This design comes from an exercise in tuning for small area, a short achievable clock period and few clock cycles on the open sky130 flow, not from production work. The RTL was checked by simulation tests, not by an equivalence proof against the original design. Power figures rest on the tool's default switching activity, not on a simulated workload.

==> flow/design.v <==
module crc_engine (
    input  wire [1:0]  poly,
    input  wire [2:0]  op,
    input  wire [31:0] c,
    input  wire [31:0] d,
    output wire [31:0] vn
);
    wire [7:0] p0_1, p0_4;
    wire [15:0] p1_1, p1_4;
    wire [31:0] p2_1, p2_4;
    wire [31:0] p3_1, p3_4;
    wire x_0_0 = c[0] ^ d[0];
    wire x_0_8 = c[0] ^ d[8];
    wire x_10_10 = c[10] ^ d[10];
    wire x_10_2 = c[10] ^ d[2];
    wire x_11_11 = c[11] ^ d[11];
    wire x_11_3 = c[11] ^ d[3];
    wire x_12_12 = c[12] ^ d[12];
    wire x_12_4 = c[12] ^ d[4];
    wire x_13_13 = c[13] ^ d[13];
    wire x_13_5 = c[13] ^ d[5];
    wire x_14_14 = c[14] ^ d[14];
    wire x_14_6 = c[14] ^ d[6];
    wire x_15_15 = c[15] ^ d[15];
    wire x_15_7 = c[15] ^ d[7];
    wire x_16_16 = c[16] ^ d[16];
    wire x_17_17 = c[17] ^ d[17];
    wire x_18_18 = c[18] ^ d[18];
    wire x_19_19 = c[19] ^ d[19];
    wire x_1_1 = c[1] ^ d[1];
    wire x_1_9 = c[1] ^ d[9];
    wire x_20_20 = c[20] ^ d[20];
    wire x_21_21 = c[21] ^ d[21];
    wire x_22_22 = c[22] ^ d[22];
    wire x_23_23 = c[23] ^ d[23];
    wire x_24_24 = c[24] ^ d[24];
    wire x_25_25 = c[25] ^ d[25];
    wire x_26_26 = c[26] ^ d[26];
    wire x_27_27 = c[27] ^ d[27];
    wire x_28_28 = c[28] ^ d[28];
    wire x_29_29 = c[29] ^ d[29];
    wire x_2_10 = c[2] ^ d[10];
    wire x_2_2 = c[2] ^ d[2];
    wire x_30_30 = c[30] ^ d[30];
    wire x_31_31 = c[31] ^ d[31];
    wire x_3_11 = c[3] ^ d[11];
    wire x_3_3 = c[3] ^ d[3];
    wire x_4_12 = c[4] ^ d[12];
    wire x_4_4 = c[4] ^ d[4];
    wire x_5_13 = c[5] ^ d[13];
    wire x_5_5 = c[5] ^ d[5];
    wire x_6_14 = c[6] ^ d[14];
    wire x_6_6 = c[6] ^ d[6];
    wire x_7_15 = c[7] ^ d[15];
    wire x_7_7 = c[7] ^ d[7];
    wire x_8_0 = c[8] ^ d[0];
    wire x_8_8 = c[8] ^ d[8];
    wire x_9_1 = c[9] ^ d[1];
    wire x_9_9 = c[9] ^ d[9];
    wire t0 = x_0_0 ^ x_4_4;
    wire t1 = x_1_1 ^ x_6_6;
    wire t2 = x_2_2 ^ x_5_5;
    wire t3 = x_3_3 ^ x_7_7;
    wire t4 = x_20_20 ^ x_23_23;
    wire t5 = x_10_10 ^ x_26_26;
    wire t6 = x_25_25 ^ x_30_30;
    wire t7 = x_15_15 ^ x_22_22;
    wire t8 = x_11_11 ^ x_27_27;
    wire t9 = x_21_21 ^ x_24_24;
    wire t10 = x_28_28 ^ x_29_29;
    wire t11 = x_17_17 ^ x_8_8;
    wire t12 = x_19_19 ^ x_31_31;
    wire t13 = t1 ^ x_2_2;
    wire t14 = x_14_14 ^ x_9_9;
    wire t15 = x_0_0 ^ x_3_3;
    wire t16 = x_12_12 ^ x_13_13;
    wire t17 = t0 ^ t2;
    wire t18 = t3 ^ x_6_6;
    wire t19 = t6 ^ x_18_18;
    wire t20 = t4 ^ x_16_16;
    wire t21 = t1 ^ t2;
    wire t22 = x_0_0 ^ x_5_5;
    wire t23 = x_4_4 ^ x_7_7;
    wire t24 = d[16] ^ d[28];
    wire t25 = x_10_2 ^ x_14_6;
    wire t26 = x_12_4 ^ x_8_0;
    wire t27 = x_13_5 ^ x_9_1;
    wire t28 = x_16_16 ^ x_23_23;
    wire t29 = x_1_1 ^ x_3_3;
    wire t30 = t3 ^ x_4_4;
    wire t31 = t5 ^ x_12_12;
    wire t32 = d[18] ^ d[21];
    wire t33 = d[19] ^ d[22];
    wire t34 = t0 ^ t12;
    wire t35 = t1 ^ x_5_5;
    wire t36 = t10 ^ t9;
    wire t37 = d[17] ^ d[20];
    wire t38 = d[23] ^ t33;
    wire t39 = x_11_3 ^ x_15_7;
    wire t40 = x_13_13 ^ x_14_14;
    wire t41 = x_13_13 ^ x_26_26;
    wire t42 = x_18_18 ^ x_21_21;
    wire t43 = x_1_1 ^ x_7_7;
    wire t44 = t11 ^ t8;
    wire t45 = d[24] ^ t24;
    wire t46 = x_0_8 ^ x_7_15;
    wire t47 = x_15_15 ^ x_31_31;
    wire t48 = x_23_23 ^ x_27_27;
    wire t49 = x_24_24 ^ x_28_28;
    wire t50 = x_3_11 ^ x_6_14;
    wire t51 = t0 ^ t29;
    wire t52 = t16 ^ x_25_25;
    wire t53 = t3 ^ t9;
    wire t54 = t7 ^ x_17_17;
    wire t55 = t7 ^ x_19_19;
    wire t56 = t0 ^ t13;
    wire t57 = t17 ^ x_7_7;
    wire t58 = t19 ^ x_9_9;
    wire t59 = d[25] ^ d[29];
    wire t60 = d[26] ^ d[30];
    wire t61 = d[27] ^ d[31];
    wire t62 = d[21] ^ t37;
    wire t63 = d[22] ^ t32;
    wire t64 = x_19_19 ^ x_22_22;
    wire t65 = x_1_9 ^ x_2_10;
    wire t66 = x_29_29 ^ x_7_7;
    wire t67 = x_2_2 ^ x_6_6;
    wire t68 = x_30_30 ^ x_6_6;
    wire t69 = x_3_3 ^ x_4_4;
    wire t70 = x_8_8 ^ x_9_9;
    wire t71 = t1 ^ x_7_7;
    wire t72 = t12 ^ t7;
    wire t73 = t16 ^ x_26_26;
    wire t74 = t2 ^ x_1_1;
    wire t75 = t25 ^ x_15_7;
    wire t76 = t26 ^ x_13_5;
    wire t77 = t27 ^ x_14_6;
    wire t78 = t3 ^ x_2_2;
    wire t79 = t4 ^ x_29_29;
    wire t80 = t40 ^ t5;
    wire t81 = t14 ^ t20;
    wire t82 = t18 ^ x_28_28;
    wire t83 = t18 ^ x_4_4;
    wire t84 = t35 ^ x_3_3;
    wire t85 = d[29] ^ d[8];
    wire t86 = d[17] ^ x_8_0;
    wire t87 = d[18] ^ x_9_1;
    wire t88 = d[19] ^ x_10_2;
    wire t89 = x_10_10 ^ x_11_11;
    wire t90 = x_11_3 ^ x_4_12;
    wire t91 = x_12_12 ^ x_14_14;
    wire t92 = x_16_16 ^ x_29_29;
    wire t93 = x_18_18 ^ x_30_30;
    wire t94 = x_1_1 ^ x_5_5;
    wire t95 = d[23] ^ t46;
    wire t96 = t1 ^ t41;
    wire t97 = t2 ^ x_6_6;
    wire t98 = t22 ^ x_1_1;
    wire t99 = t23 ^ t49;
    wire t100 = t28 ^ x_2_2;
    wire t101 = t38 ^ t50;
    wire t102 = t4 ^ t42;
    wire t103 = t5 ^ t8;
    wire t104 = t63 ^ x_5_13;
    wire t105 = t8 ^ x_31_31;
    wire t106 = t10 ^ t44;
    wire t107 = t13 ^ t9;
    wire t108 = t13 ^ x_0_0;
    wire t109 = t2 ^ t31;
    wire t110 = t34 ^ t80;
    wire t111 = t54 ^ x_31_31;
    wire t112 = t3 ^ t56;
    wire t113 = d[10] ^ d[31];
    wire t114 = d[12] ^ d[25];
    wire t115 = d[14] ^ d[26];
    wire t116 = d[15] ^ d[27];
    wire t117 = d[23] ^ d[28];
    wire t118 = d[30] ^ d[9];
    wire t119 = c[8] ^ x_2_2;
    wire t120 = d[20] ^ t61;
    wire t121 = d[29] ^ x_0_8;
    wire t122 = d[30] ^ x_7_15;
    wire t123 = d[31] ^ x_2_10;
    wire t124 = t117 ^ t85;
    wire t125 = x_10_10 ^ x_13_13;
    wire t126 = x_10_10 ^ x_25_25;
    wire t127 = x_11_11 ^ x_22_22;
    wire t128 = x_11_11 ^ x_23_23;
    wire t129 = x_15_15 ^ x_17_17;
    wire t130 = x_15_15 ^ x_25_25;
    wire t131 = x_15_7 ^ x_6_14;
    wire t132 = x_18_18 ^ x_3_3;
    wire t133 = x_1_9 ^ x_4_12;
    wire t134 = x_20_20 ^ x_24_24;
    wire t135 = x_24_24 ^ x_25_25;
    wire t136 = x_27_27 ^ x_8_8;
    wire t137 = x_5_5 ^ x_6_6;
    wire t138 = d[11] ^ t45;
    wire t139 = d[16] ^ t46;
    wire t140 = t0 ^ t137;
    wire t141 = t0 ^ x_7_7;
    wire t142 = t10 ^ t12;
    wire t143 = t10 ^ t14;
    wire t144 = t10 ^ t15;
    wire t145 = t11 ^ t127;
    wire t146 = t11 ^ t48;
    wire t147 = t11 ^ t6;
    wire t148 = t11 ^ x_20_20;
    wire t149 = t12 ^ t14;
    wire t150 = t122 ^ t65;
    wire t151 = t133 ^ t62;
    wire t152 = t14 ^ t42;
    wire t153 = t14 ^ t6;
    wire t154 = t15 ^ x_6_6;
    wire t155 = t16 ^ t28;
    wire t156 = t2 ^ t38;
    wire t157 = t25 ^ x_5_13;
    wire t158 = t26 ^ x_15_7;
    wire t159 = t29 ^ x_4_4;
    wire t160 = t4 ^ x_30_30;
    wire t161 = t40 ^ x_29_29;
    wire t162 = t41 ^ x_22_22;
    wire t163 = t45 ^ t50;
    wire t164 = t48 ^ x_8_8;
    wire t165 = t5 ^ x_27_27;
    wire t166 = t59 ^ t90;
    wire t167 = t6 ^ x_9_9;
    wire t168 = t65 ^ t86;
    wire t169 = t7 ^ x_11_11;
    wire t170 = t92 ^ x_12_12;
    wire t171 = t93 ^ x_20_20;
    wire t172 = t1 ^ t17;
    wire t173 = t101 ^ x_12_4;
    wire t174 = t102 ^ t52;
    wire t175 = t104 ^ x_6_14;
    wire t176 = t143 ^ t34;
    wire t177 = t15 ^ t21;
    wire t178 = t155 ^ t68;
    wire t179 = t163 ^ t88;
    wire t180 = t17 ^ t19;
    wire t181 = t18 ^ t36;
    wire t182 = t19 ^ t43;
    wire t183 = t20 ^ t64;
    wire t184 = t21 ^ t3;
    wire t185 = t22 ^ t71;
    wire t186 = t24 ^ t95;
    wire t187 = t30 ^ t94;
    wire t188 = t30 ^ x_9_9;
    wire t189 = t31 ^ x_28_28;
    wire t190 = t31 ^ x_5_5;
    wire t191 = t55 ^ x_10_10;
    wire t192 = t75 ^ t87;
    wire t193 = t78 ^ x_0_0;
    wire t194 = t79 ^ x_17_17;
    wire t195 = t97 ^ x_4_4;
    wire t196 = t111 ^ x_18_18;
    wire t197 = t164 ^ t84;
    wire t198 = t21 ^ t81;
    wire t199 = t34 ^ t82;
    wire t200 = t36 ^ t58;
    assign p0_1[0] = t140;
    assign p0_1[1] = (x_7_7 ^ t35);
    assign p0_1[2] = t57;
    assign p0_1[3] = t51;
    assign p0_1[4] = t108;
    assign p0_1[5] = (x_1_1 ^ t78);
    assign p0_1[6] = (x_2_2 ^ t69);
    assign p0_1[7] = (x_5_5 ^ t69);
    assign p0_4[0] = ((t32 ^ (d[24] ^ t118)) ^ (t43 ^ (t0 ^ t124)));
    assign p0_4[1] = (t74 ^ ((t118 ^ t33) ^ (t59 ^ (d[8] ^ t113))));
    assign p0_4[2] = (((((d[20] ^ d[26]) ^ t113) ^ (t32 ^ t85)) ^ t138) ^ t112);
    assign p0_4[3] = ((t138 ^ t156) ^ (t15 ^ (t114 ^ ((d[17] ^ d[18]) ^ (d[27] ^ d[8])))));
    assign p0_4[4] = (t18 ^ (((t114 ^ t60) ^ t62) ^ (x_0_0 ^ (d[24] ^ (d[13] ^ d[19])))));
    assign p0_4[5] = ((x_1_1 ^ ((d[13] ^ d[25]) ^ t115)) ^ (t63 ^ (t120 ^ t23)));
    assign p0_4[6] = (((d[21] ^ t115) ^ (t116 ^ t24)) ^ t156);
    assign p0_4[7] = (t154 ^ (t124 ^ (t37 ^ (d[22] ^ t116))));
    assign p1_1[0] = t26;
    assign p1_1[1] = t27;
    assign p1_1[2] = t25;
    assign p1_1[3] = t39;
    assign p1_1[4] = x_12_4;
    assign p1_1[5] = t76;
    assign p1_1[6] = t77;
    assign p1_1[7] = t75;
    assign p1_1[8] = (c[0] ^ t39);
    assign p1_1[9] = (c[1] ^ x_12_4);
    assign p1_1[10] = (c[2] ^ x_13_5);
    assign p1_1[11] = (c[3] ^ x_14_6);
    assign p1_1[12] = (c[4] ^ t158);
    assign p1_1[13] = (c[5] ^ t27);
    assign p1_1[14] = (c[6] ^ t25);
    assign p1_1[15] = (c[7] ^ t39);
    assign p1_4[0] = (((d[20] ^ x_12_4) ^ t90) ^ t179);
    assign p1_4[1] = (t166 ^ (t62 ^ ((x_12_4 ^ x_13_5) ^ (x_5_13 ^ x_7_15))));
    assign p1_4[2] = (((t60 ^ x_14_6) ^ t76) ^ t175);
    assign p1_4[3] = (t77 ^ (t38 ^ ((t61 ^ x_7_15) ^ t131)));
    assign p1_4[4] = (((d[20] ^ x_8_0) ^ t75) ^ t186);
    assign p1_4[5] = (t179 ^ (t158 ^ ((x_9_1 ^ t121) ^ t151)));
    assign p1_4[6] = ((((t37 ^ x_10_2) ^ t27) ^ t104) ^ (t150 ^ t166));
    assign p1_4[7] = (((t123 ^ t26) ^ (x_11_3 ^ (t32 ^ t60))) ^ (t101 ^ t157));
    assign p1_4[8] = (t173 ^ (t139 ^ ((t27 ^ t39) ^ (x_4_12 ^ t120))));
    assign p1_4[9] = (t186 ^ (t76 ^ (t151 ^ t157)));
    assign p1_4[10] = (t175 ^ (t77 ^ ((t121 ^ t39) ^ t168)));
    assign p1_4[11] = (t192 ^ (t150 ^ t173));
    assign p1_4[12] = ((t45 ^ (t123 ^ t131)) ^ (t76 ^ t95));
    assign p1_4[13] = ((t139 ^ t77) ^ (t86 ^ (x_3_11 ^ (t59 ^ x_1_9))));
    assign p1_4[14] = (((t60 ^ x_4_12) ^ t168) ^ t192);
    assign p1_4[15] = ((t39 ^ t87) ^ (t88 ^ ((t61 ^ x_2_10) ^ (x_3_11 ^ x_5_13))));
    assign p2_1[0] = t119;
    assign p2_1[1] = (c[9] ^ t15);
    assign p2_1[2] = ((c[10] ^ x_1_1) ^ t0);
    assign p2_1[3] = (c[11] ^ t74);
    assign p2_1[4] = (t67 ^ (c[12] ^ t15));
    assign p2_1[5] = ((c[13] ^ x_1_1) ^ t30);
    assign p2_1[6] = (x_5_5 ^ (c[14] ^ x_4_4));
    assign p2_1[7] = ((c[15] ^ x_6_6) ^ t22);
    assign p2_1[8] = (c[16] ^ t71);
    assign p2_1[9] = (c[17] ^ x_7_7);
    assign p2_1[10] = (c[18] ^ x_2_2);
    assign p2_1[11] = (c[19] ^ x_3_3);
    assign p2_1[12] = (c[20] ^ t0);
    assign p2_1[13] = (c[21] ^ t98);
    assign p2_1[14] = (c[22] ^ t13);
    assign p2_1[15] = (c[23] ^ t78);
    assign p2_1[16] = (t0 ^ (x_3_3 ^ (c[24] ^ x_2_2)));
    assign p2_1[17] = ((c[25] ^ x_5_5) ^ t51);
    assign p2_1[18] = (c[26] ^ t172);
    assign p2_1[19] = (c[27] ^ t184);
    assign p2_1[20] = (c[28] ^ t83);
    assign p2_1[21] = (t23 ^ (c[29] ^ t2));
    assign p2_1[22] = ((c[30] ^ x_3_3) ^ t97);
    assign p2_1[23] = (c[31] ^ t83);
    assign p2_1[24] = t57;
    assign p2_1[25] = t177;
    assign p2_1[26] = t112;
    assign p2_1[27] = t187;
    assign p2_1[28] = t140;
    assign p2_1[29] = t185;
    assign p2_1[30] = (x_0_0 ^ t71);
    assign p2_1[31] = t43;
    assign p2_4[0] = (((x_8_8 ^ (x_22_22 ^ x_26_26)) ^ t20) ^ t112);
    assign p2_4[1] = (t188 ^ (t74 ^ (t9 ^ t146)));
    assign p2_4[2] = (((t132 ^ t49) ^ t17) ^ (t70 ^ ((x_22_22 ^ x_6_6) ^ t126)));
    assign p2_4[3] = (t188 ^ (t35 ^ ((t128 ^ t5) ^ (x_29_29 ^ (x_19_19 ^ x_25_25)))));
    assign p2_4[4] = (t109 ^ ((x_8_8 ^ t134) ^ (t8 ^ (t23 ^ t68))));
    assign p2_4[5] = (t82 ^ ((t105 ^ t52) ^ (t70 ^ (x_21_21 ^ t22))));
    assign p2_4[6] = ((((x_10_10 ^ x_2_2) ^ t16) ^ t144) ^ t81);
    assign p2_4[7] = (((t89 ^ t9) ^ (x_30_30 ^ t129)) ^ (t159 ^ t161));
    assign p2_4[8] = ((((x_16_16 ^ x_31_31) ^ t91) ^ t169) ^ t180);
    assign p2_4[9] = (t57 ^ (t72 ^ (t16 ^ t148)));
    assign p2_4[10] = ((t152 ^ t162) ^ t57);
    assign p2_4[11] = ((x_14_14 ^ t191) ^ t197);
    assign p2_4[12] = ((t20 ^ t99) ^ (t67 ^ (x_9_9 ^ (x_11_11 ^ x_15_15))));
    assign p2_4[13] = ((t170 ^ t53) ^ (t22 ^ (t11 ^ t126)));
    assign p2_4[14] = (t58 ^ (t96 ^ (t0 ^ t145)));
    assign p2_4[15] = (t109 ^ (t149 ^ (t48 ^ (x_18_18 ^ t43))));
    assign p2_4[16] = ((((x_13_13 ^ x_1_1) ^ t28) ^ t103) ^ (t55 ^ t99));
    assign p2_4[17] = (t106 ^ (t20 ^ (t91 ^ (t135 ^ t2))));
    assign p2_4[18] = ((t73 ^ (t129 ^ t154)) ^ t200);
    assign p2_4[19] = (t182 ^ (((x_22_22 ^ x_27_27) ^ t92) ^ t110));
    assign p2_4[20] = ((t54 ^ (t8 ^ ((x_14_14 ^ x_16_16) ^ (x_30_30 ^ x_5_5)))) ^ t199);
    assign p2_4[21] = ((((x_12_12 ^ x_26_26) ^ t2) ^ t144) ^ t196);
    assign p2_4[22] = (((x_2_2 ^ t136) ^ t171) ^ (t66 ^ (t41 ^ t64)));
    assign p2_4[23] = ((t149 ^ t160) ^ (t15 ^ ((x_21_21 ^ x_28_28) ^ t136)));
    assign p2_4[24] = (t181 ^ (t100 ^ (t70 ^ (t47 ^ t5))));
    assign p2_4[25] = (t194 ^ ((t13 ^ t167) ^ (x_24_24 ^ t103)));
    assign p2_4[26] = (t189 ^ ((t19 ^ t53) ^ (x_2_2 ^ t105)));
    assign p2_4[27] = (t108 ^ (((x_7_7 ^ t8) ^ t142) ^ (t20 ^ t52)));
    assign p2_4[28] = (t178 ^ (t36 ^ (t0 ^ (x_22_22 ^ (x_14_14 ^ x_17_17)))));
    assign p2_4[29] = (t182 ^ ((((x_23_23 ^ x_24_24) ^ t22) ^ t161) ^ t111));
    assign p2_4[30] = (((x_14_14 ^ t134) ^ t19) ^ (t30 ^ t72));
    assign p2_4[31] = (((x_25_25 ^ (x_0_0 ^ x_21_21)) ^ t72) ^ t184);
    assign p3_1[0] = (t119 ^ t51);
    assign p3_1[1] = ((c[9] ^ t29) ^ t17);
    assign p3_1[2] = ((c[10] ^ t69) ^ t21);
    assign p3_1[3] = ((c[11] ^ t2) ^ t83);
    assign p3_1[4] = ((c[12] ^ x_7_7) ^ t21);
    assign p3_1[5] = (t23 ^ (c[13] ^ t1));
    assign p3_1[6] = (c[14] ^ t187);
    assign p3_1[7] = (c[15] ^ t84);
    assign p3_1[8] = ((c[16] ^ t67) ^ t141);
    assign p3_1[9] = (c[17] ^ t57);
    assign p3_1[10] = (c[18] ^ t195);
    assign p3_1[11] = ((c[19] ^ x_5_5) ^ t18);
    assign p3_1[12] = ((c[20] ^ t3) ^ t13);
    assign p3_1[13] = (c[21] ^ t43);
    assign p3_1[14] = (c[22] ^ t159);
    assign p3_1[15] = (c[23] ^ t17);
    assign p3_1[16] = ((c[24] ^ t15) ^ t35);
    assign p3_1[17] = ((c[25] ^ x_7_7) ^ t56);
    assign p3_1[18] = ((c[26] ^ x_5_5) ^ t23);
    assign p3_1[19] = ((c[27] ^ x_3_3) ^ t172);
    assign p3_1[20] = (t30 ^ (c[28] ^ t21));
    assign p3_1[21] = (c[29] ^ t185);
    assign p3_1[22] = ((c[30] ^ t0) ^ t18);
    assign p3_1[23] = (t3 ^ (c[31] ^ t2));
    assign p3_1[24] = t13;
    assign p3_1[25] = t193;
    assign p3_1[26] = x_2_2;
    assign p3_1[27] = x_3_3;
    assign p3_1[28] = t0;
    assign p3_1[29] = t98;
    assign p3_1[30] = t108;
    assign p3_1[31] = (x_1_1 ^ t193);
    assign p3_4[0] = ((t99 ^ (t8 ^ (x_26_26 ^ t130))) ^ t198);
    assign p3_4[1] = (t181 ^ ((t130 ^ ((x_16_16 ^ x_27_27) ^ t11)) ^ t109));
    assign p3_4[2] = (((x_16_16 ^ t162) ^ t106) ^ (t58 ^ t83));
    assign p3_4[3] = (t190 ^ (((x_7_7 ^ t93) ^ t146) ^ t176));
    assign p3_4[4] = (t110 ^ (t19 ^ ((x_8_8 ^ t66) ^ t100)));
    assign p3_4[5] = ((t100 ^ t147) ^ t199);
    assign p3_4[6] = (t106 ^ ((t28 ^ t47) ^ (t67 ^ ((x_14_14 ^ x_25_25) ^ t132))));
    assign p3_4[7] = ((t177 ^ t194) ^ (t19 ^ (t91 ^ (x_19_19 ^ t8))));
    assign p3_4[8] = (t107 ^ ((((x_15_15 ^ x_28_28) ^ t12) ^ t171) ^ (t30 ^ t73)));
    assign p3_4[9] = ((t70 ^ (t128 ^ t15)) ^ (t96 ^ (t36 ^ t72)));
    assign p3_4[10] = (((t10 ^ t68) ^ t169) ^ t190);
    assign p3_4[11] = (((x_0_0 ^ t66) ^ t105) ^ t178);
    assign p3_4[12] = (((t47 ^ t167) ^ t195) ^ (t73 ^ (t20 ^ t44)));
    assign p3_4[13] = (t174 ^ (t51 ^ (t89 ^ ((x_17_17 ^ x_2_2) ^ t47))));
    assign p3_4[14] = (t82 ^ (((x_27_27 ^ x_9_9) ^ t55) ^ t174));
    assign p3_4[15] = (t183 ^ ((t36 ^ t80) ^ (x_8_8 ^ t141)));
    assign p3_4[16] = ((t44 ^ t79) ^ (t98 ^ ((t7 ^ t9) ^ t153)));
    assign p3_4[17] = (((t7 ^ (x_31_31 ^ t28)) ^ t107) ^ (t189 ^ t58));
    assign p3_4[18] = (t84 ^ (((x_20_20 ^ t125) ^ t54) ^ t176));
    assign p3_4[19] = (t165 ^ t200);
    assign p3_4[20] = (t142 ^ ((x_22_22 ^ t6) ^ t103));
    assign p3_4[21] = ((t47 ^ (x_24_24 ^ t23)) ^ (t21 ^ (t153 ^ t170)));
    assign p3_4[22] = ((t160 ^ t44) ^ (t51 ^ ((t14 ^ t49) ^ (x_31_31 ^ t125))));
    assign p3_4[23] = (((t42 ^ t66) ^ (x_6_6 ^ (x_27_27 ^ x_31_31))) ^ (t20 ^ t31));
    assign p3_4[24] = (((x_21_21 ^ t147) ^ t81) ^ (t96 ^ (t17 ^ t55)));
    assign p3_4[25] = (t198 ^ ((t165 ^ t53) ^ t196));
    assign p3_4[26] = (((t15 ^ t5) ^ (t64 ^ t94)) ^ (t148 ^ t152));
    assign p3_4[27] = (t56 ^ (((x_9_9 ^ t8) ^ t102) ^ t191));
    assign p3_4[28] = (t183 ^ ((t53 ^ t74) ^ (t89 ^ (x_28_28 ^ (x_0_0 ^ x_12_12)))));
    assign p3_4[29] = (t107 ^ ((t52 ^ t79) ^ (t69 ^ t145)));
    assign p3_4[30] = (t180 ^ (t73 ^ (((x_22_22 ^ x_23_23) ^ t14) ^ t53)));
    assign p3_4[31] = (((t135 ^ t7) ^ t110) ^ t197);
    wire [3:0] ps = 4'b0001 << poly;
    wire s_wd = !op[2];
    wire s_init = op[2] && op[1];
    wire [3:0] s1 = {4{op[2] && !op[1] && op[0]}} & ps;
    wire [3:0] s4 = {4{op[2] && !op[1] && !op[0]}} & ps;
    wire si_lo = s_init, si_mid = s_init && !ps[0], si_hi = s_init && poly[1];
    assign vn[0] = (d[0] & s_wd) | si_lo | (p0_1[0] & s1[0]) | (p0_4[0] & s4[0]) | (p1_1[0] & s1[1]) | (p1_4[0] & s4[1]) | (p2_1[0] & s1[2]) | (p2_4[0] & s4[2]) | (p3_1[0] & s1[3]) | (p3_4[0] & s4[3]);
    assign vn[1] = (d[1] & s_wd) | si_lo | (p0_1[1] & s1[0]) | (p0_4[1] & s4[0]) | (p1_1[1] & s1[1]) | (p1_4[1] & s4[1]) | (p2_1[1] & s1[2]) | (p2_4[1] & s4[2]) | (p3_1[1] & s1[3]) | (p3_4[1] & s4[3]);
    assign vn[2] = (d[2] & s_wd) | si_lo | (p0_1[2] & s1[0]) | (p0_4[2] & s4[0]) | (p1_1[2] & s1[1]) | (p1_4[2] & s4[1]) | (p2_1[2] & s1[2]) | (p2_4[2] & s4[2]) | (p3_1[2] & s1[3]) | (p3_4[2] & s4[3]);
    assign vn[3] = (d[3] & s_wd) | si_lo | (p0_1[3] & s1[0]) | (p0_4[3] & s4[0]) | (p1_1[3] & s1[1]) | (p1_4[3] & s4[1]) | (p2_1[3] & s1[2]) | (p2_4[3] & s4[2]) | (p3_1[3] & s1[3]) | (p3_4[3] & s4[3]);
    assign vn[4] = (d[4] & s_wd) | si_lo | (p0_1[4] & s1[0]) | (p0_4[4] & s4[0]) | (p1_1[4] & s1[1]) | (p1_4[4] & s4[1]) | (p2_1[4] & s1[2]) | (p2_4[4] & s4[2]) | (p3_1[4] & s1[3]) | (p3_4[4] & s4[3]);
    assign vn[5] = (d[5] & s_wd) | si_lo | (p0_1[5] & s1[0]) | (p0_4[5] & s4[0]) | (p1_1[5] & s1[1]) | (p1_4[5] & s4[1]) | (p2_1[5] & s1[2]) | (p2_4[5] & s4[2]) | (p3_1[5] & s1[3]) | (p3_4[5] & s4[3]);
    assign vn[6] = (d[6] & s_wd) | si_lo | (p0_1[6] & s1[0]) | (p0_4[6] & s4[0]) | (p1_1[6] & s1[1]) | (p1_4[6] & s4[1]) | (p2_1[6] & s1[2]) | (p2_4[6] & s4[2]) | (p3_1[6] & s1[3]) | (p3_4[6] & s4[3]);
    assign vn[7] = (d[7] & s_wd) | si_lo | (p0_1[7] & s1[0]) | (p0_4[7] & s4[0]) | (p1_1[7] & s1[1]) | (p1_4[7] & s4[1]) | (p2_1[7] & s1[2]) | (p2_4[7] & s4[2]) | (p3_1[7] & s1[3]) | (p3_4[7] & s4[3]);
    assign vn[8] = (d[8] & s_wd) | si_mid | (p1_1[8] & s1[1]) | (p1_4[8] & s4[1]) | (p2_1[8] & s1[2]) | (p2_4[8] & s4[2]) | (p3_1[8] & s1[3]) | (p3_4[8] & s4[3]);
    assign vn[9] = (d[9] & s_wd) | si_mid | (p1_1[9] & s1[1]) | (p1_4[9] & s4[1]) | (p2_1[9] & s1[2]) | (p2_4[9] & s4[2]) | (p3_1[9] & s1[3]) | (p3_4[9] & s4[3]);
    assign vn[10] = (d[10] & s_wd) | si_mid | (p1_1[10] & s1[1]) | (p1_4[10] & s4[1]) | (p2_1[10] & s1[2]) | (p2_4[10] & s4[2]) | (p3_1[10] & s1[3]) | (p3_4[10] & s4[3]);
    assign vn[11] = (d[11] & s_wd) | si_mid | (p1_1[11] & s1[1]) | (p1_4[11] & s4[1]) | (p2_1[11] & s1[2]) | (p2_4[11] & s4[2]) | (p3_1[11] & s1[3]) | (p3_4[11] & s4[3]);
    assign vn[12] = (d[12] & s_wd) | si_mid | (p1_1[12] & s1[1]) | (p1_4[12] & s4[1]) | (p2_1[12] & s1[2]) | (p2_4[12] & s4[2]) | (p3_1[12] & s1[3]) | (p3_4[12] & s4[3]);
    assign vn[13] = (d[13] & s_wd) | si_mid | (p1_1[13] & s1[1]) | (p1_4[13] & s4[1]) | (p2_1[13] & s1[2]) | (p2_4[13] & s4[2]) | (p3_1[13] & s1[3]) | (p3_4[13] & s4[3]);
    assign vn[14] = (d[14] & s_wd) | si_mid | (p1_1[14] & s1[1]) | (p1_4[14] & s4[1]) | (p2_1[14] & s1[2]) | (p2_4[14] & s4[2]) | (p3_1[14] & s1[3]) | (p3_4[14] & s4[3]);
    assign vn[15] = (d[15] & s_wd) | si_mid | (p1_1[15] & s1[1]) | (p1_4[15] & s4[1]) | (p2_1[15] & s1[2]) | (p2_4[15] & s4[2]) | (p3_1[15] & s1[3]) | (p3_4[15] & s4[3]);
    assign vn[16] = (d[16] & s_wd) | si_hi | (p2_1[16] & s1[2]) | (p2_4[16] & s4[2]) | (p3_1[16] & s1[3]) | (p3_4[16] & s4[3]);
    assign vn[17] = (d[17] & s_wd) | si_hi | (p2_1[17] & s1[2]) | (p2_4[17] & s4[2]) | (p3_1[17] & s1[3]) | (p3_4[17] & s4[3]);
    assign vn[18] = (d[18] & s_wd) | si_hi | (p2_1[18] & s1[2]) | (p2_4[18] & s4[2]) | (p3_1[18] & s1[3]) | (p3_4[18] & s4[3]);
    assign vn[19] = (d[19] & s_wd) | si_hi | (p2_1[19] & s1[2]) | (p2_4[19] & s4[2]) | (p3_1[19] & s1[3]) | (p3_4[19] & s4[3]);
    assign vn[20] = (d[20] & s_wd) | si_hi | (p2_1[20] & s1[2]) | (p2_4[20] & s4[2]) | (p3_1[20] & s1[3]) | (p3_4[20] & s4[3]);
    assign vn[21] = (d[21] & s_wd) | si_hi | (p2_1[21] & s1[2]) | (p2_4[21] & s4[2]) | (p3_1[21] & s1[3]) | (p3_4[21] & s4[3]);
    assign vn[22] = (d[22] & s_wd) | si_hi | (p2_1[22] & s1[2]) | (p2_4[22] & s4[2]) | (p3_1[22] & s1[3]) | (p3_4[22] & s4[3]);
    assign vn[23] = (d[23] & s_wd) | si_hi | (p2_1[23] & s1[2]) | (p2_4[23] & s4[2]) | (p3_1[23] & s1[3]) | (p3_4[23] & s4[3]);
    assign vn[24] = (d[24] & s_wd) | si_hi | (p2_1[24] & s1[2]) | (p2_4[24] & s4[2]) | (p3_1[24] & s1[3]) | (p3_4[24] & s4[3]);
    assign vn[25] = (d[25] & s_wd) | si_hi | (p2_1[25] & s1[2]) | (p2_4[25] & s4[2]) | (p3_1[25] & s1[3]) | (p3_4[25] & s4[3]);
    assign vn[26] = (d[26] & s_wd) | si_hi | (p2_1[26] & s1[2]) | (p2_4[26] & s4[2]) | (p3_1[26] & s1[3]) | (p3_4[26] & s4[3]);
    assign vn[27] = (d[27] & s_wd) | si_hi | (p2_1[27] & s1[2]) | (p2_4[27] & s4[2]) | (p3_1[27] & s1[3]) | (p3_4[27] & s4[3]);
    assign vn[28] = (d[28] & s_wd) | si_hi | (p2_1[28] & s1[2]) | (p2_4[28] & s4[2]) | (p3_1[28] & s1[3]) | (p3_4[28] & s4[3]);
    assign vn[29] = (d[29] & s_wd) | si_hi | (p2_1[29] & s1[2]) | (p2_4[29] & s4[2]) | (p3_1[29] & s1[3]) | (p3_4[29] & s4[3]);
    assign vn[30] = (d[30] & s_wd) | si_hi | (p2_1[30] & s1[2]) | (p2_4[30] & s4[2]) | (p3_1[30] & s1[3]) | (p3_4[30] & s4[3]);
    assign vn[31] = (d[31] & s_wd) | si_hi | (p2_1[31] & s1[2]) | (p2_4[31] & s4[2]) | (p3_1[31] & s1[3]) | (p3_4[31] & s4[3]);
endmodule
module crc_unit (
    input  wire        clk,
    input  wire        rst,
    input  wire        fs,
    input  wire        req,
    input  wire        we,
    input  wire [7:0]  addr,
    input  wire [31:0] wdata,
    output wire        ready,
    output wire [31:0] rdata
);
    reg        wr;        
    reg        fsq;       
    reg [7:2]  aq;        
    reg [31:0] wd;        
    wire [5:0] widx   = aq[7:2];
    wire [2:0] blk    = aq[7:5];    
    wire [2:0] reg_id = aq[4:2];
    reg [3:0] ctl;        
    reg [3:0] mismatch;   
    reg [3:0] mm_sat;     
    reg       cfg_rej;    
    reg [5:0]  cfg     [0:3];
    reg [15:0] cfg2    [0:3];   
    reg [31:0] val     [0:3];   
    reg [31:0] res_raw [0:3];   
    reg [1:0]  res_poly[0:3];   
    reg [2:0]  cnt     [0:3];   
    reg [31:0] mm_cnt  [0:3];
    reg [3:0]  active, open;
    reg [3:0]  val_ok;          
    reg [3:0]  res_ok;          
    reg [3:0] s_ch;                   
    reg [3:0] s_cfg, s_cfg2, s_mm;    
    reg       s_ctl, s_stat;          
    reg [1:0]  poly_s;
    reg [31:0] val_s;
    integer k;
    always @(*) begin
        poly_s = 2'd0;
        val_s  = 32'd0;
        for (k = 0; k < 4; k = k + 1) begin
            poly_s = poly_s | ({2{s_ch[k]}} & cfg[k][1:0]);
            val_s  = val_s  | ({32{s_ch[k]}} & val[k]);
        end
    end
    wire [31:0] val_new;
    crc_engine u_eng (.poly(poly_s), .op(reg_id), .c(val_s), .d(wd), .vn(val_new));
    wire [3:0] reject, mm_event, sat_event, end_pend;
    wire [3:0] val_ok_n, res_ok_n, end_pend_n;   
    wire [1:0] res_poly_n [0:3];
    wire [3:0] ctl_n = (wr && widx == 6'd0) ? wd[3:0] : ctl;
    wire [31:0] wd_r = rst ? 32'd0 : wd;    
    genvar c;
    generate
        for (c = 0; c < 4; c = c + 1) begin : chn
            wire [1:0] poly  = cfg[c][1:0];
            wire [2:0] snoop = cfg[c][4:2];
            wire       dir   = cfg[c][5];
            wire sel       = wr && (blk == c + 1);
            wire wr_cfg    = sel && reg_id == 3'd0;
            wire wr_cfg2   = sel && reg_id == 3'd1;
            wire wr_val    = sel && reg_id == 3'd2;
            wire wr_feed32 = sel && reg_id == 3'd4;
            wire wr_feed8  = sel && reg_id == 3'd5;
            wire wr_cmd    = sel && reg_id == 3'd6;
            reg [31:0] mask, residue;
            reg [2:0]  width;
            always @(*) begin
                case (poly)
                    2'd0:    begin mask = 32'h000000FF; residue = 32'h000000C4; width = 3'd1; end
                    2'd1:    begin mask = 32'h0000FFFF; residue = 32'h00000000; width = 3'd2; end
                    2'd2:    begin mask = 32'hFFFFFFFF; residue = 32'hDEBB20E3; width = 3'd4; end
                    default: begin mask = 32'hFFFFFFFF; residue = 32'hB798B438; width = 3'd4; end
                endcase
            end
            assign end_pend[c] = active[c] && !ctl[c] && open[c];
            wire act_a  = fsq ? ctl[c] : active[c];
            wire fs_end = fsq && end_pend[c];
            wire open_a = open[c] && !fs_end;
            wire sw      = act_a && (snoop == 3'd0);
            wire cmd_end = sw && wr_cmd && wd[1] && open_a;
            wire cmd_go  = sw && wr_cmd && wd[0];
            wire feed8   = sw && open_a && wr_feed8;
            wire feed32  = sw && open_a && wr_feed32;
            wire val_wok = !act_a || sw;
            wire val_we  = (wr_val && val_wok) || feed8 || feed32 || cmd_go;
            wire cfg_bad = act_a || (wd[4:2] > 3'd4) || (wd[4:2] == 3'd4 && wd[5]);
            assign reject[c] = (wr_cfg && cfg_bad) || (wr_cfg2 && act_a) || (wr_val && !val_wok);
            wire stream_end = fs_end || cmd_end;
            wire bad_check  = (cnt[c] < width) || ((val[c] & mask) != residue);
            reg [31:0] mm_p;
            reg [7:0]  mm_g, mm_gp;
            integer b;
            always @(*) begin
                for (b = 0; b < 8; b = b + 1)
                    mm_g[b] = &mm_cnt[c][4*b +: 4];
                mm_gp[0] = 1'b1;
                for (b = 1; b < 8; b = b + 1)
                    mm_gp[b] = mm_gp[b - 1] & mm_g[b - 1];
                for (b = 0; b < 32; b = b + 1)
                    mm_p[b] = mm_gp[b / 4] & &(mm_cnt[c][4*(b/4) +: 4] | (4'hF << (b % 4)));
            end
            wire mm_inc = mm_event[c] && !(mm_gp[7] && mm_g[7]);
            wire res_we     = stream_end && !dir;
            assign mm_event[c]  = stream_end && dir && bad_check;
            wire open_n = cmd_go || (open_a && !cmd_end);
            assign val_ok_n[c]   = !rst && (val_ok[c] || val_we);
            assign res_ok_n[c]   = !rst && (res_ok[c] || res_we);
            assign res_poly_n[c] = res_we ? poly : res_poly[c];
            assign end_pend_n[c] = !rst && act_a && !ctl_n[c] && open_n;
            assign sat_event[c] = mm_event[c] && (&mm_cnt[c][31:1]);
            always @(posedge clk) begin
                if (rst) begin
                    mm_cnt[c] <= 32'd0;
                    active[c] <= 1'b0;
                    open[c]   <= 1'b0;
                    val_ok[c] <= 1'b0;
                    res_ok[c] <= 1'b0;
                end else begin
                    active[c] <= act_a;
                    open[c]   <= open_n;
                    mm_cnt[c] <= mm_cnt[c] ^ ({32{mm_inc}} & mm_p);
                    if (val_we)
                        val_ok[c] <= 1'b1;
                    if (res_we)
                        res_ok[c] <= 1'b1;
                end
            end
            always @(posedge clk) begin
                if (rst || (wr_cfg && !cfg_bad))
                    cfg[c] <= wd_r[5:0];
                if (rst || (wr_cfg2 && !act_a))
                    cfg2[c] <= {wd_r[18:16], wd_r[14:8], wd_r[5:0]};
            end
            always @(posedge clk) begin
                if (res_we) begin
                    res_raw[c]  <= val[c];
                    res_poly[c] <= poly;
                end
                if (val_we)
                    val[c] <= val_new;
                if (feed8)
                    cnt[c] <= (cnt[c] >= 3'd3) ? 3'd4 : cnt[c] + 3'd1;
                if (feed32)
                    cnt[c] <= 3'd4;
                if (cmd_go)
                    cnt[c] <= 3'd0;
            end
        end
    endgenerate
    wire stat_wr = wr && widx == 6'd1;
    always @(posedge clk) begin
        if (rst) begin
            ctl      <= 4'd0;
            mismatch <= 4'd0;
            mm_sat   <= 4'd0;
            cfg_rej  <= 1'b0;
        end else begin
            if (wr && widx == 6'd0)
                ctl <= wd[3:0];
            if (stat_wr) begin
                mismatch <= (mismatch & ~wd[3:0]) | mm_event;
                mm_sat   <= (mm_sat & ~wd[7:4]) | sat_event;
                cfg_rej  <= (cfg_rej & ~wd[8]) | (|reject);
            end else begin
                mismatch <= mismatch | mm_event;
                mm_sat   <= mm_sat | sat_event;
                cfg_rej  <= cfg_rej | (|reject);
            end
        end
    end
    reg [3:0] s_rres;   
    reg       s_vok;    
    reg       s_inv_lo, s_keep_mid, s_inv_mid, s_hi;   
    reg [31:0] res_t, mm_t;
    reg [15:0] c2_t;
    reg [5:0]  cfg_t;
    always @(*) begin
        res_t = 32'd0; mm_t = 32'd0; c2_t = 16'd0; cfg_t = 6'd0;
        for (k = 0; k < 4; k = k + 1) begin
            res_t = res_t | ({32{s_rres[k]}} & res_raw[k]);
            mm_t  = mm_t  | ({32{s_mm[k]}} & mm_cnt[k]);
            c2_t  = c2_t  | ({16{s_cfg2[k]}} & cfg2[k]);
            cfg_t = cfg_t | ({6{s_cfg[k]}} & cfg[k]);
        end
    end
    wire [31:0] res_v = {(res_t[31:16] & {16{s_hi}}) ^ {16{s_hi}},
                         (res_t[15:8] & {8{s_keep_mid}}) ^ {8{s_inv_mid}},
                         res_t[7:0] ^ {8{s_inv_lo}}};
    wire [31:0] rval = ({32{s_vok}} & val_s)
                     | res_v
                     | mm_t
                     | {13'd0, c2_t[15:13], 1'b0, c2_t[12:6], 2'b00, c2_t[5:0]}
                     | {26'd0, cfg_t}
                     | ({32{s_ctl}} & {28'd0, ctl})
                     | ({32{s_stat}} & {23'd0, cfg_rej, mm_sat, mismatch});
    wire       a_ch   = addr[7:5] >= 3'd1 && addr[7:5] <= 3'd4;
    wire [1:0] a_c    = addr[6:5] - 2'd1;
    wire       a_rok  = a_ch && addr[4:2] == 3'd3 && res_ok_n[a_c];
    wire [1:0] a_rp   = res_poly_n[a_c];
    reg  rd_ok;
    always @(posedge clk) begin
        aq <= addr[7:2];
        wd <= wdata;
        s_ctl  <= addr[7:2] == 6'd0;
        s_stat <= addr[7:2] == 6'd1;
        s_vok  <= a_ch && addr[4:2] == 3'd2 && val_ok_n[a_c];
        for (k = 0; k < 4; k = k + 1) begin
            s_ch[k]   <= addr[7:5] == k + 1;
            s_cfg[k]  <= addr[7:5] == k + 1 && addr[4:2] == 3'd0;
            s_cfg2[k] <= addr[7:5] == k + 1 && addr[4:2] == 3'd1;
            s_rres[k] <= addr[7:5] == k + 1 && addr[4:2] == 3'd3 && res_ok_n[k];
            s_mm[k]   <= addr[7:5] == k + 1 && addr[4:2] == 3'd7;
        end
        s_inv_lo   <= a_rok && a_rp != 2'd1;
        s_keep_mid <= a_rok && a_rp != 2'd0;
        s_inv_mid  <= a_rok && a_rp[1];
        s_hi       <= a_rok && a_rp[1];
        if (rst) begin
            wr    <= 1'b0;
            fsq   <= 1'b0;
            rd_ok <= 1'b0;
        end else begin
            wr    <= req && we;
            fsq   <= fs;
            rd_ok <= req && !we && !rd_ok && !(fs && (|end_pend_n));
        end
    end
    assign ready = we || rd_ok;
    assign rdata = rval;
endmodule
==> flow/flow/run.sh <==
#!/bin/bash
# Own layout flow. Each tool's output goes to a log of its own here
# (map_engine.log, standard.log; ORFS also keeps each step's log under
# orfs/logs/).
#
# 1. The CRC engine module (crc_engine, no registers) is mapped on its own:
#    its XOR network is kept as written in the RTL (each XOR becomes one
#    xor2 cell, flow/xmap.v), and ABC maps only its output multiplexers.
set -o pipefail
here=$(pwd)
lib=$FLOW_HOME/platforms/sky130hd/lib/sky130_fd_sc_hd__tt_025C_1v80.lib
cat > map_engine.ys <<EOT
read_verilog $here/design.v
hierarchy -top crc_engine
synth -top crc_engine -flatten -noshare -nofsm -noabc
techmap -map $here/flow/xmap.v
abc -liberty $lib -dont_use *lpflow* -dont_use *probe*
opt_clean -purge
stat -liberty $lib
write_verilog -noattr -noexpr $here/engine_mapped.v
EOT
yosys -s map_engine.ys > map_engine.log 2>&1 || exit 1
# design_mapped.v: design.v with the crc_engine module replaced by its netlist
python3 - "$here" <<'EOT' || exit 1
import re, sys
here = sys.argv[1]
d = open(here + '/design.v').read()
m = re.search(r'(?ms)^\s*module\s+crc_engine\b.*?^\s*endmodule\b[^\n]*\n?', d)
assert m, 'crc_engine not found'
e = open(here + '/engine_mapped.v').read()
open(here + '/design_mapped.v', 'w').write(d[:m.start()] + d[m.end():] + '\n' + e)
EOT
export SETUP_SLACK_MARGIN=5.75
export BUFFER_PORTS_ARGS="-buffer_cell sky130_fd_sc_hd__buf_1"
export CTS_ARGS="-sink_clustering_enable -repair_clock_nets -sink_clustering_size 24 -sink_clustering_max_diameter 90 -dont_use_dummy_load"
bash standard.sh VERILOG_FILES="$here/design_mapped.v" finish > standard.log 2>&1
==> flow/flow/xmap.v <==
module \$_XOR_ (input A, input B, output Y); sky130_fd_sc_hd__xor2_1 _TECHMAP_REPLACE_ (.A(A), .B(B), .X(Y)); endmodule
module \$_XNOR_ (input A, input B, output Y); sky130_fd_sc_hd__xnor2_1 _TECHMAP_REPLACE_ (.A(A), .B(B), .Y(Y)); endmodule
==> flow/standard.sh <==
#!/bin/bash
# synth_recipe.tcl (not shown) runs the flow's synth.tcl, then flattens the netlist and writes it again
# the make line also repeats each setting of config.mk as NAME=value (left out here)
make -C /OpenROAD-flow-scripts/flow DESIGN_CONFIG=/design/flow/config.mk WORK_HOME=/design/flow/orfs CLKGATE_MAP_FILE= SYNTH_SCRIPT=/design/flow/synth_recipe.tcl "${@:-finish}"
==> flow/config.mk <==
export PLATFORM = sky130hd
export DESIGN_NAME = crc_unit
export DESIGN_NICKNAME = crc_unit
export VERILOG_FILES = /design/flow/design.v
export SDC_FILE = /design/flow/constraint.sdc
export NUM_CORES = 4
export LEC_CHECK = 0
export CAP_MARGIN = 20
export CORE_MARGIN = 2
export CORE_UTILIZATION = 40
export CTS_CLUSTER_DIAMETER = 90
export CTS_CLUSTER_SIZE = 24
export SLEW_MARGIN = 20
==> flow/constraint.sdc <==
create_clock -name core_clock -period 10.0 [get_ports {clk}]
set_input_delay 2.0000 -clock core_clock [delete_from_list [all_inputs] [get_ports {clk}]]
set_output_delay 2.0000 -clock core_clock [all_outputs]
set_load 0.01 [all_outputs]
==> results of run 1 <==
## power by group through the flow
stage                     clock network (µW)  registers (µW)  logic (µW)
after floorplan                            0            2690        1540
after global placement                     0            2710        2270
after detailed placement                   0            2710        2270
after CTS                               1330            2650        2380
after global routing                    1400            2660        2650
final                                   1300            2650        2570
## cell type report
type / instances / share of cell area
Timing Repair Buffer: 262 / 0.0585
Multi-Input combinational cell: 2347 / 0.481
Antenna cell: 2 / 0.000131
Clock buffer: 31 / 0.0203
Sequential cell: 588 / 0.400
Tap cell: 1060 / 0.0347
Inverter: 58 / 0.00570
## flip-flops by register name (all words and copies together), names as in the netlist, 6 cells and up
name	count
res_raw	128
cfg	24
cnt	12
val	128
cfg2	64
wd	32
res_poly	8
aq	6
mm_cnt	128
## cells by family (layout without fill, tap and decap cells)
family | after synthesis | after routing | synth area share
multiplexers | 51 | 51 | 0.0172
AND/OR/NAND/NOR | 893 | 893 | 0.147
flip-flops | 588 | 588 | 0.464
adder cells (fa/ha/maj) | 26 | 26 | 0.00992
buffers and inverters | 177 | 351 | 0.0213
other | 0 | 2 | 0
XOR/XNOR | 759 | 759 | 0.203
AO/OA/AOI/OAI | 618 | 618 | 0.138
## per-stage QoR
stage | hold WS (ns) | total power (µW) | area [µm²]
6_report | 0.440 | 6530 | 38200
5_1_grt | 0.463 | 6710 | 38200
4_1_cts | 0.440 | 6350 | 37200
3_5_place_dp | 0.443 | 4980 | 34800
3_3_place_gp | 0.439 | 4990 | 34800
2_1_floorplan | 0.425 | 4230 | 32900
## final timing paths
| kind | from | end | slack, ns | cells after the start |
|---|---|---|---|---|
| hold / removal | val[3][8] | res_raw[3][8] | 0.44 | 0 |
| setup / recovery | we | ready | 5.57 | 3 |
| setup reg to reg | s_ch[1] | val[2][11] | 5.71 | 12 |
| hold reg to reg | val[3][8] | res_raw[3][8] | 0.44 | 0 |
## layer usage
metal,vias to the layer above,global-route usage,share of wire
met5,-,0,0.00047
met4,8,0.109,0.048
li1,11800,-,-
met3,316,0.0392,0.094
met1,13200,0.380,0.40
met2,1391,0.448,0.45
## cell usage in the layout, fill, tap and decap left out, types with 40 or more instances in the layout
| cell | netlist | routed |
|---|---|---|
| inv_1 | 49 | 49 |
| nor3_1 | 40 | 40 |
| nor2_1 | 154 | 150 |
| a22oi_1 | 145 | 131 |
| o21ai_0 | 69 | 63 |
| xor2_1 | 743 | 680 |
| dfxtp_1 | 244 | 230 |
| a22o_1 | 45 | 45 |
| nand3_1 | 118 | 102 |
| a21oi_1 | 115 | 100 |
| edfxtp_1 | 344 | 344 |
| or3_1 | 40 | 40 |
| a222oi_1 | 61 | 61 |
| nor2b_1 | 61 | 61 |
| nand2_1 | 204 | 163 |
| buf_4 | 2 | 148 |
| nand4_1 | 65 | 65 |
| buf_1 | 5 | 49 |
| xor2_2 | 0 | 41 |
## critical path, delay by kind of cell
kind	cells	cell delay, ns
simple gates	1	0.23
buf+inv	2	0.20
## what timing repair did
item | 4_1_cts | 5_1_grt
buffers inserted | 44 | 44
cloned | 5 | 0
endpoints found under the setup margin | 161 | 110
resized for setup | 209 | 122
pin swaps | 48 | 54
hold buffers | 0 | 0
==> results.py, run 1 <==
metrics = {
    "status": {
        "status": "timing/DRC/antenna clean",
    },
    "timing": {
        "rsz0062_at_grt": "true",
        "period_needed_ns": 4.43,
        "hold_viol": 0,
        "slew_headroom": 0.206,
        "min_period_over_period": 0.443,
        "clock.fmax_mhz": 226,
        "tns_ns": 0,
        "tightest_slew_ns": 1.18,
        "drv_slew": 0,
        "setup_viol": 0,
        "skew_ns": 0.108,
        "setup_ws_ns": 5.57,
    },
    "logic_synthesis": {
        "syn_area_um2": 32800,
        "synth.top_cell.area_share": 0.315,
        "synth_cell_types": 94,
        "synth_edf_count": 344,
        "synth.most_common_cell": "xor2_1",
        "ys.flop_type": "edfxtp_1",
        "synth.area.top_cells": "edfxtp_1 (32%), xor2_1 (20%), dfxtp_1 (15%)",
        "ys_warn_count": 8,
        "avgSynthCellArea_um2": 10.5,
        "yosys.area.top_type": "edfxtp_1",
        "synth_commonest_cells": "xor2_1 (743), edfxtp_1 (344), dfxtp_1 (244)",
        "synth-seq-cells": 588,
        "ys_seq_area_frac": 0.464,
        "syn_nets": 3183,
        "postSynthCellCount": 3112,
        "ys_async_sr_fraction": 0,
    },
    "detailed_routing": {
        "viasPerCell": 6.15,
        "routed_wl_mm": 122,
        "num_vias": 26700,
        "drt_iter0_markers": 3538,
        "wl_per_cell_um": 28.0,
        "firstDrtPassIters": 9,
        "drcViolationCount": 0,
        "ant_nets": 0,
    },
    "clock_network": {
        "cts_num_sinks": 588,
        "clk_pin_slew_ns": 0.10,
        "root_buffer": "clkbuf_16",
        "cts.path.max_buffers": 3,
        "cts_buffers": 31,
        "cts_htree_levels": 1,
        "clock_latency_ns": 0.66,
        "tritoncts": "done",
    },
    "global_routing": {
        "grt_pass1_vias": 24700,
        "grtUsageTotal": 0.279,
        "antenna_found_initial": 6,
        "grt_overflow": 0,
        "grt_max_degree": 195,
        "grt_pass1_wl_mm": 175,
    },
    "setup_path": {
        "cp.required_ns": 8.00,
        "crit_fanout": 2,
        "cpMaxStageDelayCell": "or2_4",
        "cp.arrival_ns": 2.43,
        "critPathKind": "input pin to primary output",
        "path_cells": "buf_1 > or2_4 > buf_6",
        "startpoint_type": "input pin",
        "crit_path_end_kind": "primary output",
        "max_stage_delay_ns": 0.23,
    },
    "placed_design": {
        "portBuffers": 75,
        "gp_congestion": 1.03,
        "dp_hpwl_mm": 85.9,
        "pre_cts_ws_ns": 4.43,
        "dp_cells": 4222,
    },
    "final_layout": {
        "final_cells": 4348,
        "final_util": 0.473,
        "finish.net_count": 3359,
        "fillers": 7484,
        "area_delta_synth_final_pct": 16.5,
        "layout-drive-gt1-share": 0.156,
        "multi_input_area_um2": 18400,
        "area.sequential_um2": 15300,
    },
    "pwr": {
        "ir_drop_uv": 184,
        "p_sw_uw": 2500,
        "share_seq_of_total_power": 0.406,
        "p_int_uw": 4030,
        "p_comb_frac": 0.394,
        "powerDensity_nw_per_um2": 171,
        "p_sw_frac": 0.382,
        "clkPwrFrac": 0.200,
        "power.leakage_uw": 0.0138,
    },
    "floorplan": {
        "die_h_um": 290,
        "fp.dieArea_um2": 84300,
        "core_area_um2": 80800,
        "fp-row-count": 104,
        "die_w_um": 290,
        "floorplan.initialDensity": 0.406,
        "pin_count": 78,
    },
    "worst_hold_path": {
        "hp-class": "flip-flop to flip-flop",
    },
    "run": {
        "max_cap_violations": 0,
    },
}
Testbench counts, summed over its fixed seeds: cycles 57,215.
==> run 2: changes to the inputs <==
--- a/flow/flow/run.sh
+++ b/flow/flow/run.sh
@@ -32,3 +32,3 @@
 EOT
-export SETUP_SLACK_MARGIN=5.75
+export SETUP_SLACK_MARGIN=5.56
 export BUFFER_PORTS_ARGS="-buffer_cell sky130_fd_sc_hd__buf_1"
--- a/flow/config.mk
+++ b/flow/config.mk
@@ -12,2 +12,3 @@
 export CTS_CLUSTER_SIZE = 24
+export GPL_TIMING_DRIVEN = 0
 export SLEW_MARGIN = 20
==> run 2 against run 1 <==
  * Still clean on timing, DRC and antenna
  * Synthesized area unchanged
  * Critical endpoint is now rdata[7]
  * Non-clock buffer count increased by 66
  * Clock power increased by 12%
==> results.py, run 2 <==
metrics = {
    "logic_synthesis": {
        "synth_cell_types": 94,
        "synth-seq-cells": 588,
        "syn_nets": 3183,
        "syn_area_um2": 32800,
        "yosys.area.top_type": "edfxtp_1",
        "avgSynthCellArea_um2": 10.5,
        "synth.most_common_cell": "xor2_1",
        "ys_seq_area_frac": 0.464,
        "synth_edf_count": 344,
        "synth.area.top_cells": "edfxtp_1 (32%), xor2_1 (20%), dfxtp_1 (15%)",
        "synth.top_cell.area_share": 0.315,
        "synth_commonest_cells": "xor2_1 (743), edfxtp_1 (344), dfxtp_1 (244)",
        "ys_warn_count": 8,
        "ys_async_sr_fraction": 0,
        "postSynthCellCount": 3112,
        "ys.flop_type": "edfxtp_1",
    },
    "placed_design": {
        "portBuffers": 74,
        "dp_hpwl_mm": 99.8,
        "gp_congestion": 0.995,
        "postPlaceCellArea_um2": 35300,
    },
    "pwr": {
        "ir_drop_uv": 128,
        "powerDensity_nw_per_um2": 173,
        "power_uw": 6750,
        "power.leakage_uw": 0.0140,
    },
    "timing": {
        "min_period_over_period": 0.447,
        "clock.fmax_mhz": 224,
        "tightest_slew_ns": 1.19,
        "setup_viol": 0,
        "tns_ns": 0,
        "rsz0062_at_grt": "true",
        "skew_ns": 0.0899,
        "drv_slew": 0,
        "hold_slack_ns": 0.469,
        "period_needed_ns": 4.47,
        "hold_viol": 0,
        "slew_headroom": 0.204,
    },
    "detailed_routing": {
        "drcViolationCount": 0,
        "ant_nets": 0,
        "routed_wl_mm": 134,
        "num_vias": 27600,
        "viasPerCell": 6.25,
        "firstDrtPassIters": 10,
        "wl_per_cell_um": 30.3,
        "drt_iter0_markers": 3964,
    },
    "setup_path": {
        "critPathKind": "flip-flop to primary output",
        "path_cells": "clkbuf_2 > clkbuf_4 > a22oi_1 > nand2_2 > nand2_1 > nand4_1 > buf_1",
        "cp.arrival_ns": 2.47,
        "crit_fanout": 10,
        "crit_path_end_kind": "primary output",
        "path_buf_inv": 3,
        "worst-path-stages": 7,
        "max_stage_delay_ns": 0.31,
        "cp.required_ns": 8.00,
        "critical_path.startpoint": "s_ch[2]",
        "reg2regPathDepth": 15,
        "cpMaxStageDelayCell": "dfxtp_1",
        "crit_family": "buffers and inverters",
        "r2r-start": "s_ch[2]",
        "startpoint_type": "flip-flop",
    },
    "floorplan": {
        "fp-row-count": 104,
        "core_area_um2": 80800,
        "pin_count": 78,
        "die_w_um": 290,
        "die_h_um": 290,
        "floorplan.initialDensity": 0.406,
        "fp.dieArea_um2": 84300,
    },
    "clock_network": {
        "clock_latency_ns": 0.61,
        "clk_pin_slew_ns": 0.11,
        "root_buffer": "clkbuf_16",
        "hold_buffers": 0,
        "cts.path.max_buffers": 3,
        "cts_htree_levels": 2,
        "cts_num_sinks": 588,
        "tritoncts": "done",
        "cts_buffers": 36,
    },
    "global_routing": {
        "grt_pass1_wl_mm": 188,
        "grtUsageTotal": 0.308,
        "antenna_found_initial": 4,
        "grt_pass1_vias": 25900,
        "grt_max_degree": 36,
        "grt_overflow": 0,
    },
    "worst_hold_path": {
        "min_from": "res_poly[0][1]",
        "hp-class": "flip-flop to flip-flop",
        "hold_path_depth": 2,
    },
    "final_layout": {
        "area.sequential_um2": 15200,
        "fillers": 7341,
        "area_delta_synth_final_pct": 19.1,
        "finish.net_count": 3430,
        "final_cell_mix": "xor2_1 (659), edfxtp_1 (344), dfxtp_1 (239)",
        "layout-drive-gt1-share": 0.153,
        "top_regs": "mm_cnt (128), res_raw (128), val (128)",
        "multi_input_area_um2": 18800,
        "final_area_um2": 39100,
        "final_common_cell": "xor2_1",
    },
    "run": {
        "max_cap_violations": 0,
    },
    "status": {
        "status": "timing/DRC/antenna clean",
    },
}
==> run 2: cell count changes in the layout (fill, tap and decap cells not counted), moves of 14 or more <==
cell / delta
buf_4: -54
xor2_1: -21
buf_1: +23
xor2_2: -14
xor2_4: +35
buf_2: +18
clkbuf_1: +37
clkbuf_2: +24
clkbuf_4: +17
buf_6: -16
==> run 2: path summary, 6_finish.rpt <==
kind | slack, ns | to
hold / removal | 0.47 | res_poly[0][1]
setup / recovery | 5.53 | rdata[7]
setup reg to reg | 5.57 | val[0][20]
hold reg to reg | 0.47 | res_poly[0][1]
==> run 2: cell type report <==
cell class | count | area share
Antenna cell | 1 | 0.0000641
Tap cell | 1060 | 0.0340
Sequential cell | 588 | 0.390
Multi-Input combinational cell | 2347 | 0.482
Clock buffer | 36 | 0.0231
Buffer | 119 | 0.0177
Timing Repair Buffer | 209 | 0.0484
Inverter | 58 | 0.00557
==> run 2: worst reg2reg max path, stage by stage, from the launching register on <==
cell	delay, ns
dfxtp_1	0.31
clkbuf_2	0.20
clkbuf_4	0.30
a22oi_1	0.27
nand2_2	0.20
xor2_4	0.21
buf_12	0.17
xor2_4	0.18
buf_12	0.15
xor2_4	0.41
xor2_2	0.29
xor2_1	0.34
xor2_1	0.12
a222oi_1	0.67
nand3_2	0.13
buf_4	0.21
==> run 2: cell families after synthesis <==
group                      synth area share
buffers and inverters                0.0213
adders and majority gates           0.00992
and+or+nand+nor                       0.147
DFF                                   0.464
AOI/OAI and AO/OA                     0.138
xor gates and xnor gates              0.203
muxes                                0.0172
==> run 2: what timing repair did <==
action / in CTS / in global routing
setup endpoints to repair: 167 / 126
resized for setup: 274 / 71
pin swaps: 36 / 41
hold endpoints to repair: 0 / 0
buffers inserted: 47 / 58
==> run 2: per-layer routing <==
metal / wire (µm) / global-route usage / vias up
met3: 14500 / 0.0673 / 365
met4: 7750 / 0.157 / 0
met5: 0 / 0 / -
met1: 52600 / 0.409 / 13600
li1: - / - / 12000
met2: 59000 / 0.472 / 1728
==> run 2: where the power goes <==
group / leakage [µW] / internal, µW / total, µW / switching, µW
Sequential: 0.00514 / 2610 / 2680 / 65.0
Clock: 0.000444 / 642 / 1450 / 809
Combinational: 0.00838 / 904 / 2620 / 1720
==> run 2: through the flow <==
step	std cells	utilization	setup slack (ns)
global placement	4246	0.426	2.66
CTS	4358	0.472	5.56
global route	4417	0.483	5.47
detailed placement	4275	0.437	3.50
floorplan	3112	-	5.58
finish	4418	0.483	5.53
==> run 3: changes to the inputs <==
--- a/flow/config.mk
+++ b/flow/config.mk
@@ -12,3 +12,2 @@
 export CTS_CLUSTER_SIZE = 24
-export GPL_TIMING_DRIVEN = 0
 export SLEW_MARGIN = 20
==> run 3 against run 2 <==
  * Via count down 5.2%
  * Cell area is 6.2% lower
  * Cell count down 2.9%
  * Clock power is 9.7% lower
  * Synthesized area stayed put
  * Combinational power shrank 5%
  * Global-route usage shrank 3.5 points
  * Die area unchanged
  * Register-to-register slack lost 0.06 ns
  * Sequential power hardly changed
  * Sequential share of layout area rose by 2.6 points
  * Critical path depth up 5
==> results.py, run 3 <==
metrics = {
    "logic_synthesis": {
        "ys_seq_area_frac": 0.464,
        "syn_nets": 3183,
        "synth-seq-cells": 588,
        "synth.most_common_cell": "xor2_1",
        "synth_edf_count": 344,
        "synth.top_cell.area_share": 0.315,
        "synth_cell_types": 94,
        "yosys.area.top_type": "edfxtp_1",
        "syn_area_um2": 32800,
        "ys_warn_count": 8,
        "synth_commonest_cells": "xor2_1 (743), edfxtp_1 (344), dfxtp_1 (244)",
        "ys_async_sr_fraction": 0,
        "postSynthCellCount": 3112,
        "ys.flop_type": "edfxtp_1",
        "avgSynthCellArea_um2": 10.5,
        "synth.area.top_cells": "edfxtp_1 (32%), xor2_1 (20%), dfxtp_1 (15%)",
    },
    "floorplan": {
        "fp.dieArea_um2": 84300,
        "die_h_um": 290,
        "floorplan.initialDensity": 0.406,
        "fp-row-count": 104,
        "pin_count": 78,
        "die_w_um": 290,
        "core_area_um2": 80800,
    },
    "clock_network": {
        "clk_pin_slew_ns": 0.10,
        "cts_num_sinks": 588,
        "root_buffer": "clkbuf_16",
        "tritoncts": "done",
        "cts_htree_levels": 1,
        "cts.path.max_buffers": 3,
        "hold_buffers": 0,
        "cts_buffers": 31,
        "clock_latency_ns": 0.66,
    },
    "setup_path": {
        "crit_top_cell": "xor2_1",
        "crit_fanout": 34,
        "critPathKind": "flip-flop to flip-flop",
        "cp.required_ns": 10.23,
        "cpMaxStageDelayCell": "a222oi_1",
        "path_cells": "clkbuf_8 > a22oi_1 > nand2_1 > xor2_2 > buf_4 > xor2_1 > buf_4 > xor2_1 > xor2_1 > xor2_1 > a222oi_1 > nand3_1",
        "startpoint_type": "flip-flop",
        "cp.arrival_ns": 4.72,
        "crit_path_end_kind": "flip-flop",
        "max_stage_delay_ns": 0.66,
    },
    "global_routing": {
        "grt_pass1_wl_mm": 171,
        "grt_max_degree": 83,
        "grt_pass1_vias": 24400,
        "grt_overflow": 0,
        "antenna_found_initial": 4,
        "grtUsageTotal": 0.273,
    },
    "worst_hold_path": {
        "hp-class": "flip-flop to flip-flop",
    },
    "final_layout": {
        "area_delta_synth_final_pct": 11.7,
        "finish.net_count": 3301,
        "final_cell_mix": "xor2_1 (696), edfxtp_1 (344), dfxtp_1 (235)",
        "layout-drive-gt1-share": 0.107,
        "final_common_cell": "xor2_1",
        "final_area_um2": 36600,
        "top_regs": "mm_cnt (128), res_raw (128), val (128)",
    },
    "detailed_routing": {
        "wl_met1_mm": 49.5,
        "num_vias": 26200,
        "top_layer": "met5",
        "routed_wl_mm": 119,
        "met2_length_mm": 53.8,
        "wl_per_cell_um": 27.8,
        "viasPerCell": 6.11,
        "drcViolationCount": 0,
        "drt_iter0_markers": 3006,
        "wl_met3_mm": 10.4,
        "firstDrtPassIters": 8,
        "ant_nets": 0,
    },
    "timing": {
        "clock.fmax_mhz": 223,
        "drv_slew": 0,
        "min_period_over_period": 0.449,
        "setup_viol": 0,
        "period_needed_ns": 4.49,
        "hold_slack_ns": 0.440,
        "tns_ns": 0,
        "skew_ns": 0.107,
        "hold_viol": 0,
        "tightest_slew_ns": 1.15,
        "slew_headroom": 0.230,
        "rsz0062_at_grt": "true",
        "setup_ws_ns": 5.51,
    },
    "pwr": {
        "ir_drop_uv": 149,
        "power_uw": 6450,
        "powerDensity_nw_per_um2": 176,
        "power.leakage_uw": 0.0131,
    },
    "placed_design": {
        "dp_hpwl_mm": 86.9,
        "pre_cts_ws_ns": 4.73,
        "gp_congestion": 1.01,
        "postPlaceCellArea_um2": 34800,
        "portBuffers": 75,
    },
    "run": {
        "max_cap_violations": 0,
    },
    "status": {
        "status": "timing/DRC/antenna clean",
    },
}
-- run 3: cell counts after synthesis --
No cell type changed its count.
-- run 3: power by group --
part / switching, µW / internal, µW
clock: 765 / 548
combinational: 1670 / 819
sequential: 40.0 / 2610
-- run 3: repair_timing --
item,4_1_cts,5_1_grt
buffers inserted,8,24
pin swaps,8,17
setup endpoints to repair,159,109
gates resized for setup,81,62
-- run 3: worst paths after layout --
kind	from	to	slack, ns	depth (start not counted)
worst max register to register	s_ch[2]	val[0][10]	5.51	12
worst min-delay path	val[0][8]	res_raw[0][8]	0.44	0
worst min register to register	val[0][8]	res_raw[0][8]	0.44	0
worst max-delay path	s_ch[2]	val[0][10]	5.51	12
-- run 3: worst max-delay path: cells and delay by family, from the launching register on --
family	cells	cell delay (ns)
DFF	1	0.32
and+or+nand+nor	2	0.72
xor gates and xnor gates	5	1.18
AOI/OAI and AO/OA	2	0.90
buffers and inverters	3	0.91
-- run 3: logic make-up (layout without fill, tap and decap cells) --
group | count (synthesis) | in the layout | synth area share
compound gates | 618 | 618 | 0.138
xor+xnor | 759 | 759 | 0.203
fa+ha+maj | 26 | 26 | 0.00992
buf+inv | 177 | 293 | 0.0213
flops | 588 | 588 | 0.464
mux | 51 | 51 | 0.0172
other cells | 0 | 2 | 0
simple gates | 893 | 893 | 0.147
-- run 3: stage by stage --
step | utilization | instances
5_1_grt | 0.453 | 4288
6_report | 0.453 | 4290
3_5_place_dp | 0.430 | 4225
4_1_cts | 0.447 | 4264
3_3_place_gp | 0.430 | 4224
2_1_floorplan | - | 3112
-- run 3: cell type report --
cell class	count	area [µm²]
fill	7635	44200
multi-input combinational	2347	17700
sequential	588	15200
clock buffer	31	776
timing repair buffer	204	1360
tap	1060	1330
antenna	2	5.00
inverter	58	218
-- run 3: routing by layer --
layer  track usage  vias to the layer above
li1              -                    11700
met1         0.373                    12900
met2         0.437                     1345
met3        0.0371                      272
met4         0.108                        2
met5             0                        -

[re-timing with driven ports]
In the flow no input, the clock included, has a driving cell. The finished layouts below were timed again as built, in two steps. Step 1 sets driving cells, clkbuf_16 on the clock port and buf_2 on the other inputs (assumed; they add their load-dependent delay and slew). Step 2, shift: input delay + t, output delay - t, t = (earliest + latest rising clock arrival at the registers) / 2. This alone moves slack from input paths to output paths. Slacks: no drivers / after step 1 / after step 2; pairs: no drivers / after step 1.
| run | shift t [ns] | setup slack, ns |
|---|---|---|
| run 1 | 0.673 | 5.568 / 5.545 / 5.545 |
| run 2 | 0.626 | 5.533 / 5.472 / 5.087 |
| run 3 | 0.672 | 5.515 / 5.473 / 5.102 |
After both steps every run listed still meets setup and hold.
